Context: an optimization exercise on an open-source flow, tuned for small area, a short achievable clock period and few clock cycles per item. The choices shown serve that exercise and are no tape-out recipe.
The RTL was checked by simulation tests, not by an equivalence proof against the original design.

<file path="flow/config.mk">
export PLATFORM = sky130hd
export DESIGN_NAME = cymal_xu
export DESIGN_NICKNAME = cymal_xu
export VERILOG_FILES = /design/flow/design.v
export SDC_FILE = /design/flow/constraint.sdc
export NUM_CORES = 4
export LEC_CHECK = 0
export CAP_MARGIN = 40
export CORE_MARGIN = 2
export CORE_UTILIZATION = 30
export PLACE_DENSITY = 0.45
export SLEW_MARGIN = 20
</file>
<file path="flow/constraint.sdc">
create_clock -name core_clock -period 26.0 [get_ports {clk}]
set_input_delay 5.2000 -clock core_clock [delete_from_list [all_inputs] [get_ports {clk}]]
set_output_delay 5.2000 -clock core_clock [all_outputs]
set_load 0.01 [all_outputs]
</file>
<file path="flow/design.v">
module cymal_xu (
    input             clk,
    input             rst,
    input             in_valid,
    output            in_ready,
    input      [31:0] in_insn,
    input      [31:0] in_a,
    input      [31:0] in_b,
    input      [31:0] in_c,
    output reg        out_valid,
    output reg  [1:0] out_cause,
    output reg        out_wr0,
    output reg        out_wr1,
    output reg [31:0] out_data0,
    output reg [31:0] out_data1
);
    localparam C_OK      = 2'd0;
    localparam C_RSVD_OP = 2'd1;
    localparam C_RSVD_BT = 2'd2;
    localparam C_FOREIGN = 2'd3;
    localparam O_ADD   = 6'd0,  O_SUB   = 6'd1,  O_AND   = 6'd2,  O_OR    = 6'd3;
    localparam O_XOR   = 6'd4,  O_ANDN  = 6'd5,  O_SHL   = 6'd6,  O_SHR   = 6'd7;
    localparam O_SAR   = 6'd8,  O_ROL   = 6'd9,  O_ROR   = 6'd10, O_EQ    = 6'd11;
    localparam O_NE    = 6'd12, O_LT    = 6'd13, O_LTU   = 6'd14, O_LE    = 6'd15;
    localparam O_LEU   = 6'd16, O_MIN   = 6'd17, O_MAX   = 6'd18, O_MINU  = 6'd19;
    localparam O_MAXU  = 6'd20, O_MUL   = 6'd21, O_MULH  = 6'd22, O_MULHU = 6'd23;
    localparam O_DIVS  = 6'd24, O_DIVU  = 6'd25, O_CARRY = 6'd26, O_BORROW= 6'd27;
    localparam O_ADDS  = 6'd28, O_SUBS  = 6'd29;
    localparam O_NEG   = 6'd32, O_NOT   = 6'd33, O_ABS   = 6'd34, O_CLZ   = 6'd35;
    localparam O_CTZ   = 6'd36, O_POPC  = 6'd37, O_PAR   = 6'd38, O_BREV  = 6'd39;
    localparam O_BREV8 = 6'd40, O_BSWAP = 6'd41, O_SEXTB = 6'd42, O_SEXTH = 6'd43;
    localparam O_ZEXTH = 6'd44, O_CRC32B= 6'd48, O_CRC32W= 6'd49, O_CRC16B= 6'd50;
    localparam O_SEL   = 6'd56, O_MOVY  = 6'd57, O_BITT  = 6'd58, O_NOP   = 6'd59;
    wire        is_short = in_insn[31];
    wire  [5:0] op       = in_insn[30:25];
    wire  [5:0] fn       = in_insn[5:0];
    wire [14:0] imm15    = in_insn[14:0];
    wire [31:0] sx15     = {{17{imm15[14]}}, imm15};
    wire [31:0] zx15     = {17'd0, imm15};
    wire  [4:0] sop      = in_insn[14:10];
    wire  [4:0] f5       = in_insn[4:0];
    wire [31:0] sx5      = {{27{f5[4]}}, f5};
    wire [31:0] zx5      = {27'd0, f5};
    reg  [1:0] d_cause;
    reg  [5:0] d_op;
    reg [31:0] d_x, d_y;
    always @* begin
        d_cause = C_OK;
        d_op    = O_NOP;
        d_x     = in_a;
        d_y     = in_b;
        if (is_short) begin
            case (sop)
                5'h00: begin d_op = O_NOP;  if (in_insn[9:0] != 10'd0) d_cause = C_RSVD_BT; end
                5'h01: d_op = O_MOVY;
                5'h02: d_op = O_ADD;
                5'h03: d_op = O_SUB;
                5'h04: d_op = O_AND;
                5'h05: d_op = O_OR;
                5'h06: d_op = O_XOR;
                5'h07: d_op = O_SHL;
                5'h08: d_op = O_SHR;
                5'h09: d_op = O_SAR;
                5'h0A: d_op = O_EQ;
                5'h0B: d_op = O_NE;
                5'h0C: d_op = O_LT;
                5'h0D: d_op = O_LTU;
                5'h0E: begin d_op = O_NEG;  d_x = in_b; end
                5'h0F: begin d_op = O_NOT;  d_x = in_b; end
                5'h10: d_op = O_MUL;
                5'h11: begin d_op = O_POPC; d_x = in_b; end
                5'h12: begin d_op = O_PAR;  d_x = in_b; end
                5'h14: begin d_op = O_MOVY; d_y = sx5; end
                5'h15: begin d_op = O_ADD;  d_y = sx5; end
                5'h16: begin d_op = O_SHL;  d_y = zx5; end
                5'h17: begin d_op = O_SHR;  d_y = zx5; end
                5'h18: begin d_op = O_SAR;  d_y = zx5; end
                5'h19: begin d_op = O_BITT; d_y = zx5; end
                5'h1A, 5'h1B, 5'h1C, 5'h1D: d_cause = C_FOREIGN;
                default: d_cause = C_RSVD_OP;
            endcase
        end else begin
            case (op)
                6'h00: begin
                    d_op = fn;
                    if ((fn >= 6'h1E && fn <= 6'h1F) || (fn >= 6'h2D && fn <= 6'h2F) || fn >= 6'h33)
                        d_cause = C_RSVD_OP;
                    else if (in_insn[9:6] != 4'd0)
                        d_cause = C_RSVD_BT;
                    else if (fn >= 6'h20 && fn <= 6'h2C && in_insn[14:10] != 5'd0)
                        d_cause = C_RSVD_BT;
                    else if ((fn == 6'h18 || fn == 6'h19) && in_insn[20])
                        d_cause = C_RSVD_BT;
                end
                6'h01: begin d_op = O_SEL; if (in_insn[4:0] != 5'd0) d_cause = C_RSVD_BT; end
                6'h03: begin d_op = O_MOVY; d_y = {in_insn[19:0], 12'd0}; end
                6'h04: begin d_op = O_ADD;  d_y = sx15; end
                6'h05: begin d_op = O_AND;  d_y = zx15; end
                6'h06: begin d_op = O_OR;   d_y = zx15; end
                6'h07: begin d_op = O_XOR;  d_y = zx15; end
                6'h08: begin d_op = O_EQ;   d_y = sx15; end
                6'h09: begin d_op = O_NE;   d_y = sx15; end
                6'h0A: begin d_op = O_LT;   d_y = sx15; end
                6'h0B: begin d_op = O_LTU;  d_y = sx15; end
                6'h0C: begin d_op = O_SHL;  d_y = zx15; if (imm15[14:8] != 7'd0) d_cause = C_RSVD_BT; end
                6'h0D: begin d_op = O_SHR;  d_y = zx15; if (imm15[14:8] != 7'd0) d_cause = C_RSVD_BT; end
                6'h0E: begin d_op = O_SAR;  d_y = zx15; if (imm15[14:8] != 7'd0) d_cause = C_RSVD_BT; end
                6'h0F: begin d_op = O_MUL;  d_y = sx15; end
                6'h02, 6'h10, 6'h11, 6'h12, 6'h13, 6'h14, 6'h15, 6'h16, 6'h17,
                6'h18, 6'h19, 6'h1A, 6'h1B, 6'h20, 6'h21, 6'h22, 6'h24, 6'h25, 6'h26:
                    d_cause = C_FOREIGN;
                default: d_cause = C_RSVD_OP;
            endcase
        end
    end
    wire d_ok  = (d_cause == C_OK);
    wire d_div = d_ok && (d_op == O_DIVS || d_op == O_DIVU);
    function [5:0] clz32(input [31:0] v);
        integer i;
        reg     done;
        begin
            clz32 = 6'd0;
            done  = 1'b0;
            for (i = 31; i >= 0; i = i - 1) begin
                if (!done) begin
                    if (v[i]) done = 1'b1;
                    else      clz32 = clz32 + 6'd1;
                end
            end
        end
    endfunction
    function [5:0] ctz32(input [31:0] v);
        integer i;
        reg     done;
        begin
            ctz32 = 6'd0;
            done  = 1'b0;
            for (i = 0; i < 32; i = i + 1) begin
                if (!done) begin
                    if (v[i]) done = 1'b1;
                    else      ctz32 = ctz32 + 6'd1;
                end
            end
        end
    endfunction
    function [5:0] popc32(input [31:0] v);
        integer i;
        begin
            popc32 = 6'd0;
            for (i = 0; i < 32; i = i + 1)
                popc32 = popc32 + {5'd0, v[i]};
        end
    endfunction
    function [31:0] crc32_byte(input [31:0] c_in, input [7:0] data);
        integer i;
        reg [31:0] c;
        begin
            c = c_in ^ {24'd0, data};
            for (i = 0; i < 8; i = i + 1)
                c = c[0] ? ((c >> 1) ^ 32'hEDB8_8320) : (c >> 1);
            crc32_byte = c;
        end
    endfunction
    function [15:0] crc16_byte(input [15:0] c_in, input [7:0] data);
        integer i;
        reg [15:0] c;
        begin
            c = c_in ^ {data, 8'd0};
            for (i = 0; i < 8; i = i + 1)
                c = c[15] ? ((c << 1) ^ 16'h1021) : (c << 1);
            crc16_byte = c;
        end
    endfunction
    wire [31:0] x = d_x;
    wire [31:0] y = d_y;
    wire  [7:0] cnt = y[7:0];
    wire [32:0] sum   = {1'b0, x} + {1'b0, y};
    wire [32:0] diff  = {1'b0, x} - {1'b0, y};
    wire        lt_s  = ($signed(x) < $signed(y));
    wire        lt_u  = (x < y);
    wire        eq    = (x == y);
    wire        add_ovf = (x[31] == y[31]) && (sum[31] != x[31]);
    wire        sub_ovf = (x[31] != y[31]) && (diff[31] != x[31]);
    wire [31:0] adds_r  = add_ovf ? (x[31] ? 32'h8000_0000 : 32'h7FFF_FFFF) : sum[31:0];
    wire [31:0] subs_r  = sub_ovf ? (x[31] ? 32'h8000_0000 : 32'h7FFF_FFFF) : diff[31:0];
    wire        m_sgn = (d_op == O_MULH);
    wire signed [32:0] mx = {m_sgn & x[31], x};
    wire signed [32:0] my = {m_sgn & y[31], y};
    wire signed [65:0] prod = mx * my;
    wire [31:0] rotl = (x << y[4:0]) | (x >> (6'd32 - {1'b0, y[4:0]}));
    wire [31:0] rotr = (x >> y[4:0]) | (x << (6'd32 - {1'b0, y[4:0]}));
    reg [31:0] brev_r, brev8_r;
    integer k;
    always @* begin
        for (k = 0; k < 32; k = k + 1) begin
            brev_r[k]  = x[31 - k];
            brev8_r[k] = x[(k & ~7) + 7 - (k & 7)];
        end
    end
    reg [31:0] alu_r;
    always @* begin
        case (d_op)
            O_ADD:    alu_r = sum[31:0];
            O_SUB:    alu_r = diff[31:0];
            O_AND:    alu_r = x & y;
            O_OR:     alu_r = x | y;
            O_XOR:    alu_r = x ^ y;
            O_ANDN:   alu_r = x & ~y;
            O_SHL:    alu_r = x << cnt;
            O_SHR:    alu_r = x >> cnt;
            O_SAR:    alu_r = $signed(x) >>> cnt;
            O_ROL:    alu_r = (y[4:0] == 5'd0) ? x : rotl;
            O_ROR:    alu_r = (y[4:0] == 5'd0) ? x : rotr;
            O_EQ:     alu_r = {31'd0, eq};
            O_NE:     alu_r = {31'd0, ~eq};
            O_LT:     alu_r = {31'd0, lt_s};
            O_LTU:    alu_r = {31'd0, lt_u};
            O_LE:     alu_r = {31'd0, lt_s | eq};
            O_LEU:    alu_r = {31'd0, lt_u | eq};
            O_MIN:    alu_r = lt_s ? x : y;
            O_MAX:    alu_r = lt_s ? y : x;
            O_MINU:   alu_r = lt_u ? x : y;
            O_MAXU:   alu_r = lt_u ? y : x;
            O_MUL:    alu_r = prod[31:0];
            O_MULH:   alu_r = prod[63:32];
            O_MULHU:  alu_r = prod[63:32];
            O_CARRY:  alu_r = {31'd0, sum[32]};
            O_BORROW: alu_r = {31'd0, lt_u};
            O_ADDS:   alu_r = adds_r;
            O_SUBS:   alu_r = subs_r;
            O_NEG:    alu_r = 32'd0 - x;
            O_NOT:    alu_r = ~x;
            O_ABS:    alu_r = x[31] ? (32'd0 - x) : x;
            O_CLZ:    alu_r = {26'd0, clz32(x)};
            O_CTZ:    alu_r = {26'd0, ctz32(x)};
            O_POPC:   alu_r = {26'd0, popc32(x)};
            O_PAR:    alu_r = {31'd0, ^x};
            O_BREV:   alu_r = brev_r;
            O_BREV8:  alu_r = brev8_r;
            O_BSWAP:  alu_r = {x[7:0], x[15:8], x[23:16], x[31:24]};
            O_SEXTB:  alu_r = {{24{x[7]}}, x[7:0]};
            O_SEXTH:  alu_r = {{16{x[15]}}, x[15:0]};
            O_ZEXTH:  alu_r = {16'd0, x[15:0]};
            O_CRC32B: alu_r = crc32_byte(x, y[7:0]);
            O_CRC32W: alu_r = crc32_byte(crc32_byte(crc32_byte(crc32_byte(x, y[7:0]),
                                         y[15:8]), y[23:16]), y[31:24]);
            O_CRC16B: alu_r = {16'd0, crc16_byte(x[15:0], y[7:0])};
            O_SEL:    alu_r = (in_c != 32'd0) ? x : y;
            O_MOVY:   alu_r = y;
            O_BITT:   alu_r = {31'd0, x[y[4:0]]};
            default:  alu_r = 32'd0;
        endcase
    end
    reg         busy;
    reg   [5:0] div_cnt;
    reg  [31:0] div_q;       
    reg  [32:0] div_r;       
    reg  [31:0] div_d;       
    reg         div_negq, div_negr, div_zero;
    reg  [31:0] div_x;       
    wire        div_sgn = (d_op == O_DIVS);
    wire        xa_neg  = div_sgn & x[31];
    wire        yb_neg  = div_sgn & y[31];
    wire [31:0] x_mag   = xa_neg ? (32'd0 - x) : x;
    wire [31:0] y_mag   = yb_neg ? (32'd0 - y) : y;
    wire [32:0] r_shift = {div_r[31:0], div_q[31]};
    wire [32:0] r_try   = r_shift - {1'b0, div_d};
    wire        r_fits  = ~r_try[32];
    wire [32:0] r_next  = r_fits ? r_try : r_shift;
    wire [31:0] q_next  = {div_q[30:0], r_fits};
    assign in_ready = ~busy;
    wire accept = in_valid & in_ready;
    always @(posedge clk) begin
        if (rst) begin
            busy      <= 1'b0;
            out_valid <= 1'b0;
            out_cause <= C_OK;
            out_wr0   <= 1'b0;
            out_wr1   <= 1'b0;
            out_data0 <= 32'd0;
            out_data1 <= 32'd0;
            div_cnt   <= 6'd0;
        end else begin
            out_valid <= 1'b0;
            if (busy) begin
                div_q   <= q_next;
                div_r   <= r_next;
                div_cnt <= div_cnt - 6'd1;
                if (div_cnt == 6'd1) begin
                    busy      <= 1'b0;
                    out_valid <= 1'b1;
                    out_cause <= C_OK;
                    out_wr0   <= 1'b1;
                    out_wr1   <= 1'b1;
                    if (div_zero) begin
                        out_data0 <= 32'hFFFF_FFFF;
                        out_data1 <= div_x;
                    end else begin
                        out_data0 <= div_negq ? (32'd0 - q_next) : q_next;
                        out_data1 <= div_negr ? (32'd0 - r_next[31:0]) : r_next[31:0];
                    end
                end
            end else if (accept) begin
                if (d_div) begin
                    busy     <= 1'b1;
                    div_cnt  <= 6'd32;
                    div_q    <= x_mag;
                    div_r    <= 33'd0;
                    div_d    <= y_mag;
                    div_negq <= xa_neg ^ yb_neg;
                    div_negr <= xa_neg;
                    div_zero <= (y == 32'd0);
                    div_x    <= x;
                end else begin
                    out_valid <= 1'b1;
                    out_cause <= d_cause;
                    out_wr0   <= d_ok && (d_op != O_NOP);
                    out_wr1   <= 1'b0;
                    out_data0 <= d_ok ? alu_r : 32'd0;
                    out_data1 <= 32'd0;
                end
            end
        end
    end
endmodule
</file>
<file path="flow/run.sh">
#!/bin/bash
# synth_recipe.tcl (not shown) runs the flow's synth.tcl, then flattens the netlist and writes it again
# the make line also repeats each setting of config.mk as NAME=value (left out here)
make -C /OpenROAD-flow-scripts/flow DESIGN_CONFIG=/design/flow/config.mk WORK_HOME=/design/flow/orfs CLKGATE_MAP_FILE= SYNTH_SCRIPT=/design/flow/synth_recipe.tcl finish
</file>
==> reports/metrics.yaml <==
critical_path:
  cp.arrival_ns: 25.09
  worstPathMaxFanout: 4
  r2r_start: "div_q[31]$_DFFE_PP_"
  cp.required_ns: 26.48
  start_kind: "input pin"
  startpoint: "in_insn[12]"
  path_class: "input pin to flip-flop"
  slowest_stage: "or3_4"
  crit_top_cell: "ha_1"
  critPathMaxStageDelay_ns: 0.40
  end_kind: "flip-flop"
place:
  gp_congestion: 1.12
  dp_hpwl_mm: 382
  io_buffers: 196
  pre_cts_slack_ns: 0.146
cts:
  path_clk_slew_ns: 0.06
  postCtsHoldBufs: 0
  cts.sinks: 207
  cts_buffer_depth: 3
  clock_latency_ns: 0.61
  cts_made_buffers: 26
  h-tree-depth: 1
  cts-root-buf: "clkbuf_16"
  tritoncts: "built"
synthesis:
  synth.distinct_cells: 116
  synth_top_area_frac: 0.295
  synth.avg_cell_area_um2: 7.66
  syn-num-nets: 11900
  yosysTopAreaCell: "fa_1"
  async_flop_share: 0
  synth_area_um2: 78200
  synthTopCellsByArea: "fa_1 29%, nand2_1 7.3%, ha_1 7.1%, xnor2_1 6.3%, inv_1 6.0%"
  netlist_top_cells_count: "1515 x nand2_1, 1249 x inv_1, 1151 x fa_1, 1112 x nor2_1, 609 x a21oi_1"
  synth_edf_count: 131
  yosys_register_bits: 207
  ys.warnings.count: 1
  ys.flop_type: "edfxtp_1"
  synth.most_common_cell: "nand2_1"
  seq_area_frac_synth: 0.0698
  syn-instance-count: 10200
grt:
  grt_max_degree: 78
  grt_usage: 0.363
  grt_pass1_vias: 80900
  grt_pass1_wl_mm: 670
  grt_overflow_total: 0
  antenna_found_initial: 71
status:
  outcome: "no timing/DRC/antenna violations"
floorplan:
  design.core.area_um2: 259000
  initial_core_util: 0.301
  die_w_um: 514
  die_area_um2: 265000
  num_rows: 187
  num_io_pins: 201
  die_h_um: 514
timing:
  tightest_slew_ns: 1.25
  setup_violations: 0
  relSlewSlack: 0.169
  finalWorstPathRequiredPeriod_ns: 24.61
  tns_ns: 0
  setup_slack_ns: 1.39
  hold_viol: 0
  slew_viol_final: 0
  fmax_ghz: 0.0406
  grt_setup_unrepaired: "false"
  min_period_over_period: 0.946
  skew_ns: 0.0496
route:
  detail-route-antenna-nets: 0
  viasPerCell: 5.96
  drc: 0
  wl_met1_mm: 200
  wl_met2_mm: 207
  totalWireLength_mm: 492
  first_iter_violations: 10400
  wl_per_cell_um: 35.7
  dr.max_layer_used: "met5"
  vias: 82200
  wl_met3_mm: 48.2
  drtPass1Iterations: 7
finish:
  drive_above_1_share: 0.0834
  area.growth.synth_to_final_pct: 13.0
  nets: 12100
worst_hold_path:
  hp-start: "out_data0[18]$_SDFFE_PP0P_"
  hp-class: "flip-flop to flip-flop"
flow_run:
  maxCapViolCount: 0
## sequential cells by signal (all words and copies together) (netlist names)
name and flops:
busy 1, div_cnt 6, div_d 32, div_negq 1, div_negr 1, div_q 32
div_r 32, div_x 32, div_zero 1, out_cause 2, out_data0 32, out_data1 32
out_valid 1, out_wr0 1, out_wr1 1
## placed cells by master, fill, tap and decap left out, types with 40 or more instances in the layout
| cell type | Yosys | routed |
|---|---|---|
| nor2_1 | 1112 | 1097 |
| fa_1 | 1151 | 1151 |
| buf_4 | 3 | 506 |
| xor2_1 | 173 | 172 |
| nor4_1 | 56 | 54 |
| a211oi_1 | 62 | 59 |
| and2_1 | 41 | 40 |
| o22ai_1 | 126 | 103 |
| dfxtp_1 | 76 | 75 |
| clkdlybuf4s50_1 | 0 | 189 |
| a21oi_1 | 609 | 601 |
| a21o_1 | 58 | 56 |
| inv_1 | 1249 | 1224 |
| xnor2_1 | 562 | 559 |
| o211ai_1 | 62 | 62 |
| edfxtp_1 | 131 | 131 |
| and3_1 | 43 | 43 |
| nand4_1 | 42 | 42 |
| o221ai_1 | 44 | 44 |
| o21ai_0 | 598 | 591 |
| nor3_1 | 144 | 139 |
| a221oi_1 | 129 | 126 |
| mux2i_1 | 148 | 123 |
| ha_1 | 441 | 439 |
| nand3_1 | 147 | 147 |
| a31oi_1 | 59 | 58 |
| nand2b_1 | 44 | 44 |
| nand2_1 | 1515 | 1513 |
| a22oi_1 | 77 | 77 |
## path summary, 6_finish.rpt
path | cells past startpoint | endpoint | slack (ns)
min | 2 | out_data0[18]$_SDFFE_PP0P_ | 0.46
max | 116 | out_data0[2]$_SDFFE_PP0P_ | 1.39
max reg2reg | 41 | out_data0[26]$_SDFFE_PP0P_ | 15.25
min reg2reg | 2 | out_data0[18]$_SDFFE_PP0P_ | 0.46
## routing by layer
layer	track usage	vias to the layer above
met5	0.00639	-
met4	0.209	48
met3	0.0877	1174
met2	0.545	4910
met1	0.472	42000
li1	-	34100
## logic make-up after synthesis
kind of cell             share of synthesized area
adder cells (fa/ha/maj)                      0.366
flip-flops                                  0.0698
XOR/XNOR                                    0.0889
AND/OR/NAND/NOR                              0.182
buffers and inverters                       0.0934
AO/OA/AOI/OAI                                0.176
multiplexers                                0.0235
## final cells by class
class	instances	area, um2
Inverter	1277	4800
Tap cell	3402	4260
Fill cell	27600	171000
Clock inverter	9	113
Antenna cell	24	60.1
Clock buffer	39	806
Sequential cell	207	5460
Timing Repair Buffer	754	6410
Multi-Input combinational cell	8068	66400
## worst max-delay path, delay by kind of cell
family	cells	cell delay [ns]
compound gates	33	5.02
xor+xnor	1	0.13
fa+ha+maj	29	8.18
buf+inv	14	1.58
mux	12	2.35
simple gates	27	2.61
## through the flow
stage | instances | area, um2 | utilization | hold WS (ns)
after detailed placement | 13700 | 87000 | 0.335 | 0.453
final | 13800 | 88300 | 0.340 | 0.458
after CTS | 13700 | 88000 | 0.339 | 0.462
after floorplan | 10200 | 78200 | - | 0.441
after global placement | 13600 | 86300 | 0.333 | 0.448
after global routing | 13800 | 88300 | 0.340 | 0.497
## timing repair
action	CTS	global route
setup buffers	0	5
setup endpoints to repair	0	5
gates resized for setup	0	36
Testbench counts, summed over its fixed seeds: cycles 124,800, insns 80,000.

[port drivers added, routing unchanged]
How much do the figures lean on ideal ports? The routed layout below was timed once more, with nothing changed but the port constraints. Step 1 sets driving cells, clkbuf_16 on the clock port and buf_2 on the other inputs (assumed; they add their load-dependent delay and slew). Step 2 also shifts input and output timing later by t, the mid clock arrival at the registers, as if the neighbouring blocks saw the same clock. a / b / c = no drivers / after step 1 / after step 2; a / b = the first two.
t (ns): 0.641
setup WS [ns]: 1.395 / 1.423 / 0.782
worst setup path at the end: input to register
worst register clock-pin slew, ns: 0.09 / 0.09
After both steps this run still meets setup and hold. The setup slack of this run moves by +0.028 ns with the drivers and by -0.613 ns with both steps.
